This design comes from an exercise in tuning for small area, a short achievable clock period and few clock cycles per item on the open sky130 flow, not from production work. The RTL was checked by simulation tests, not by an equivalence proof against the original design.

sierra:
// elrek_tx
module elrek_tx (
    input  wire         clk,
    input  wire         rst,
    input  wire [30:0]  seed,
    input  wire         st_valid,
    output wire         st_ready,
    input  wire [3:0]   st_type,
    input  wire [3:0]   st_seq,
    input  wire [511:0] st_payload,
    output reg          tx_valid,
    output reg  [31:0]  tx_data
);
    localparam [3:0] T_ALIGN = 4'h4;
    reg  [511:0] P;          
    reg  [7:0]   tq;         
    reg          ready;
    reg          ready_o;    
    reg          pfull;      
    reg          mk;         
    reg  [3:0]   wp;         
    reg  [30:0]  scr;
    reg  [15:0]  H;          
    reg          hv;         
    reg  [33:0]  B;          
    reg  [5:0]   c;          
    reg          fresh;      
    reg  [10:0]  hist;       
    assign st_ready = ready_o;
    wire align = (tq[7:4] == T_ALIGN);
    wire [15:0] marker;
    wire       k1 = hv & mk;
    wire       k2 = ~hv & mk;
    wire       k4 = ~hv & ~mk;
    wire [1:0] hs = c[5] ? 2'd3 : (~pfull | ~k2) ? (k4 ? 2'd2 : 2'd1) : 2'd0;
    wire [1:0] ls = c[5] ? 2'd3 : k1 ? 2'd0 : k4 ? 2'd2 : 2'd1;
    reg  [15:0] ws;
    integer     w;
    always @(*)
        for (w = 0; w < 16; w = w + 1) ws[w] = (wp == w);
  ...
export LEC_CHECK = 0
export CAP_MARGIN = 20
export CORE_MARGIN = 2
export CORE_UTILIZATION = 55
export CTS_BUF_LIST = sky130_fd_sc_hd__clkbuf_8
export CTS_CLUSTER_SIZE = 30
export SLEW_MARGIN = 20
export SYNTH_HIERARCHICAL = 1
create_clock -name core_clock -period 80.0 [get_ports {clk}]
standard.sh (not shown) runs the stock make flow with config.mk's settings and CLKGATE_MAP_FILE= SYNTH_SCRIPT=/design/flow/synth_recipe.tcl, a recipe that flattens the netlist after the stock synthesis.
==> flow/flow/run.sh <==
#!/bin/bash
# The standard layout (standard.sh), with these ORFS settings changed:
#  - ABC_LOAD_IN_FF=1: ABC sizes the small one-gate modules of the datapath
#    for a light load instead of upsizing them;
#  - port buffers use the smallest buffer cell (buf_1) rather than the delay
#    cell that buffer_ports picks by default;
#  - clock tree: clkbuf_16 buffers, sinks clustered in groups of up to 24
#    within 120 um, no dummy loads.
# Each ORFS step keeps its own log under orfs/logs; make's output goes to
# standard.log.
set -euo pipefail
bash standard.sh ABC_LOAD_IN_FF=1 SETUP_SLACK_MARGIN=63.3 SKIP_GATE_CLONING=1 \
    "BUFFER_PORTS_ARGS=-buffer_cell sky130_fd_sc_hd__buf_1" \
    "CTS_ARGS=-sink_clustering_enable -repair_clock_nets -sink_clustering_size 24 -sink_clustering_max_diameter 120 -buf_list sky130_fd_sc_hd__clkbuf_16 -dont_use_dummy_load" \
    finish > standard.log 2>&1
No stage failed in sierra, and the final checks on the layout all came back clean.
Testbench counts of sierra, summed over its fixed seeds: cycles 52,836, items 3,200.
Edits applied to the flow inputs when going from sierra to amber:
-- flow/flow/run.sh --
<<< sierra, line 10
# standard.log.
set -euo pipefail
bash standard.sh ABC_LOAD_IN_FF=1 SETUP_SLACK_MARGIN=63.3 SKIP_GATE_CLONING=1 \
    "BUFFER_PORTS_ARGS=-buffer_cell sky130_fd_sc_hd__buf_1" \
    "CTS_ARGS=-sink_clustering_enable -repair_clock_nets -sink_clustering_size 24 -sink_clustering_max_diameter 120 -buf_list sky130_fd_sc_hd__clkbuf_16 -dont_use_dummy_load" \
>>> amber, line 10
# standard.log.
set -euo pipefail
bash standard.sh ABC_LOAD_IN_FF=1 \
    "BUFFER_PORTS_ARGS=-buffer_cell sky130_fd_sc_hd__buf_1" \
    "CTS_ARGS=-sink_clustering_enable -repair_clock_nets -sink_clustering_size 24 -sink_clustering_max_diameter 120 -buf_list sky130_fd_sc_hd__clkbuf_16 -dont_use_dummy_load" \
### Flow results
amber finished every step from synthesis to the final layout, and the layout passed the timing, DRC and antenna checks. Diff sierra -> amber | setup slack of the most critical reg-to-reg path | decrease of 0.17 ns. The number of standard cells in the layout, taps in and fillers out was comparable across amber and sierra. Final core utilization across amber and sierra: no real change. amber vs. sierra: highest clock frequency the design can meet went down by 0.40 MHz. Delta(hold slack, amber - sierra) < 0. amber vs sierra: post-route met1 wirelength up by a few percent. When the final numbers for amber and sierra were put side by side, the minimum clock period after layout turned out to be greater in amber. Between amber and sierra, the difference in overall die height is negligible.

========
elrek_tx, a different RTL version from the one above (not shown whole).
Size: roughly 2600 cells after synthesis, about 660 flip-flops, roughly 36000 um2 of cells after synthesis.
==> flow/config.mk <==
export PLATFORM = sky130hd
export DESIGN_NAME = elrek_tx
export DESIGN_NICKNAME = elrek_tx
export VERILOG_FILES = /design/flow/design.v
export SDC_FILE = /design/flow/constraint.sdc
export NUM_CORES = 8
export LEC_CHECK = 0
export CAP_MARGIN = 20
export CORE_MARGIN = 2
export CORE_UTILIZATION = 55
export SLEW_MARGIN = 20
export SYNTH_HIERARCHICAL = 1
==> flow/constraint.sdc <==
create_clock -name core_clock -period 80.0 [get_ports {clk}]
set_input_delay 16.0000 -clock core_clock [delete_from_list [all_inputs] [get_ports {clk}]]
set_output_delay 16.0000 -clock core_clock [all_outputs]
set_load 0.01 [all_outputs]
==> flow/flow/run.sh <==
#!/bin/bash
# The standard layout (standard.sh), with these ORFS settings changed:
#  - ABC_LOAD_IN_FF=1: ABC sizes the small one-gate modules of the datapath
#    for a light load instead of upsizing them;
#  - port buffers use the smallest buffer cell (buf_1) rather than the delay
#    cell that buffer_ports picks by default;
#  - clock tree: clkbuf_16 buffers, sinks clustered in groups of up to 24
#    within 120 um, no dummy loads;
#  - repair_timing aims at a setup slack of 63.3 ns (the clock is 80 ns, the
#    I/O delays 16 ns each), without cloning gates.
# Each ORFS step keeps its own log under orfs/logs; make's output goes to
# standard.log.
set -euo pipefail
bash standard.sh ABC_LOAD_IN_FF=1 SETUP_SLACK_MARGIN=63.3 SKIP_GATE_CLONING=1 \
    "BUFFER_PORTS_ARGS=-buffer_cell sky130_fd_sc_hd__buf_1" \
    "CTS_ARGS=-sink_clustering_enable -repair_clock_nets -sink_clustering_size 26 -sink_clustering_max_diameter 110 -buf_list sky130_fd_sc_hd__clkbuf_16 -dont_use_dummy_load" \
    finish > standard.log 2>&1
The starting point finished with timing, DRC and antenna clean.
Testbench counts at the start, summed over its fixed seeds: cycles 52,836, items 3,200.
Next try:
--- a/flow/flow/run.sh
+++ b/flow/flow/run.sh
@@ -15,3 +15,3 @@
     "BUFFER_PORTS_ARGS=-buffer_cell sky130_fd_sc_hd__buf_1" \
-    "CTS_ARGS=-sink_clustering_enable -repair_clock_nets -sink_clustering_size 26 -sink_clustering_max_diameter 110 -buf_list sky130_fd_sc_hd__clkbuf_16 -dont_use_dummy_load" \
+    "CTS_ARGS=-sink_clustering_enable -repair_clock_nets -sink_clustering_size 24 -sink_clustering_max_diameter 120 -buf_list sky130_fd_sc_hd__clkbuf_16 -dont_use_dummy_load" \
     finish > standard.log 2>&1
PLACE_DENSITY = 0.75   (was default)
- The changed run went through all stages and came out clean
- via count rises slightly
- non-clock buffer count rises by 13
- routed wire length falls slightly
- die area does not change
- hold slack got worse by 17 ps
Next try:
--- a/flow/flow/run.sh
+++ b/flow/flow/run.sh
@@ -13,3 +13,3 @@
 set -euo pipefail
-bash standard.sh ABC_LOAD_IN_FF=1 SETUP_SLACK_MARGIN=63.3 SKIP_GATE_CLONING=1 \
+bash standard.sh ABC_LOAD_IN_FF=1 SETUP_SLACK_MARGIN=63.5 SKIP_GATE_CLONING=1 MATCH_CELL_FOOTPRINT=0 \
     "BUFFER_PORTS_ARGS=-buffer_cell sky130_fd_sc_hd__buf_1" \
PLACE_DENSITY = default   (was 0.75)
What happened:
- The new run completed with no timing, DRC or antenna violations
- worst hold slack improved by 18 ps
- worst setup slack improved by 76 ps
- design area went up slightly
- area after synthesis does not change
- core utilization went up by 0.24 points
Next try:
--- a/flow/flow/run.sh
+++ b/flow/flow/run.sh
@@ -13,3 +13,3 @@
 set -euo pipefail
-bash standard.sh ABC_LOAD_IN_FF=1 SETUP_SLACK_MARGIN=63.5 SKIP_GATE_CLONING=1 MATCH_CELL_FOOTPRINT=0 \
+bash standard.sh ABC_LOAD_IN_FF=1 SETUP_SLACK_MARGIN=63.3 SKIP_GATE_CLONING=1 \
     "BUFFER_PORTS_ARGS=-buffer_cell sky130_fd_sc_hd__buf_1" \
Routed wire length came out lower by 0.70%.
Cell area came out lower by 0.37%.
Global-route usage came out lower by 0.25 points.
Synthesized area does not change.
Clock skew came out higher by 10 ps.
Via count came out lower by 0.47%.
Setup slack gains 13 ps.
Next try:
--- a/flow/flow/run.sh
+++ b/flow/flow/run.sh
@@ -15,3 +15,3 @@
     "BUFFER_PORTS_ARGS=-buffer_cell sky130_fd_sc_hd__buf_1" \
-    "CTS_ARGS=-sink_clustering_enable -repair_clock_nets -sink_clustering_size 24 -sink_clustering_max_diameter 120 -buf_list sky130_fd_sc_hd__clkbuf_16 -dont_use_dummy_load" \
+    "CTS_ARGS=-sink_clustering_enable -repair_clock_nets -sink_clustering_size 16 -sink_clustering_max_diameter 90 -buf_list {sky130_fd_sc_hd__clkbuf_8 sky130_fd_sc_hd__clkbuf_16} -dont_use_dummy_load" \
     finish > standard.log 2>&1
After rerunning: Final area climbs by 0.95%; utilization climbs by 0.59 points; flip-flop and latch count stays the same; maximum frequency hardly moves.

==> afterwards: timing with drivers on the ports <==
The flow's constraints put no driver on any port. The routed layouts listed below were extracted and timed again, unchanged, in two steps.
Step 1 assumes that a clkbuf_16 drives the clock port and a buf_2 every other input.
Step 2 adds t to the input delays and takes it off the output delays; t is the mean of the earliest and latest rising clock arrival at the registers after step 1. Input paths then give back, and output paths get back, about the clock's delay inside the block.
Three values: ideal, step 1, step 2; two values: the first two.
run	t, ns	slack for setup (ns)	clock arrival spread, ns	worst register clock-pin slew, ns	pins driven straight from the clock port
sierra	0.641	62.948 / 62.878 / 62.777	0.090 / 0.090	0.10 / 0.10	1
amber	0.647	62.831 / 62.851 / 62.222	0.076 / 0.076	0.11 / 0.11	1
the first run of note 2	0.697	62.899 / 62.828 / 62.697	0.057 / 0.057	0.11 / 0.11	1
the second run of note 2	0.710	62.893 / 62.820 / 62.734	0.026 / 0.027	0.11 / 0.11	1
the third run of note 2	0.641	62.968 / 62.899 / 62.953	0.061 / 0.061	0.11 / 0.11	1
the fourth run of note 2	0.637	62.981 / 62.911 / 62.711	0.072 / 0.072	0.10 / 0.10	1
the fifth run of note 2	0.665	62.963 / 62.894 / 62.688	0.073 / 0.073	0.08 / 0.08	1
After both steps every run listed still meets setup and hold. The setup slack of amber, which loses most, moves by +0.020 ns with the drivers and by -0.609 ns with both steps.
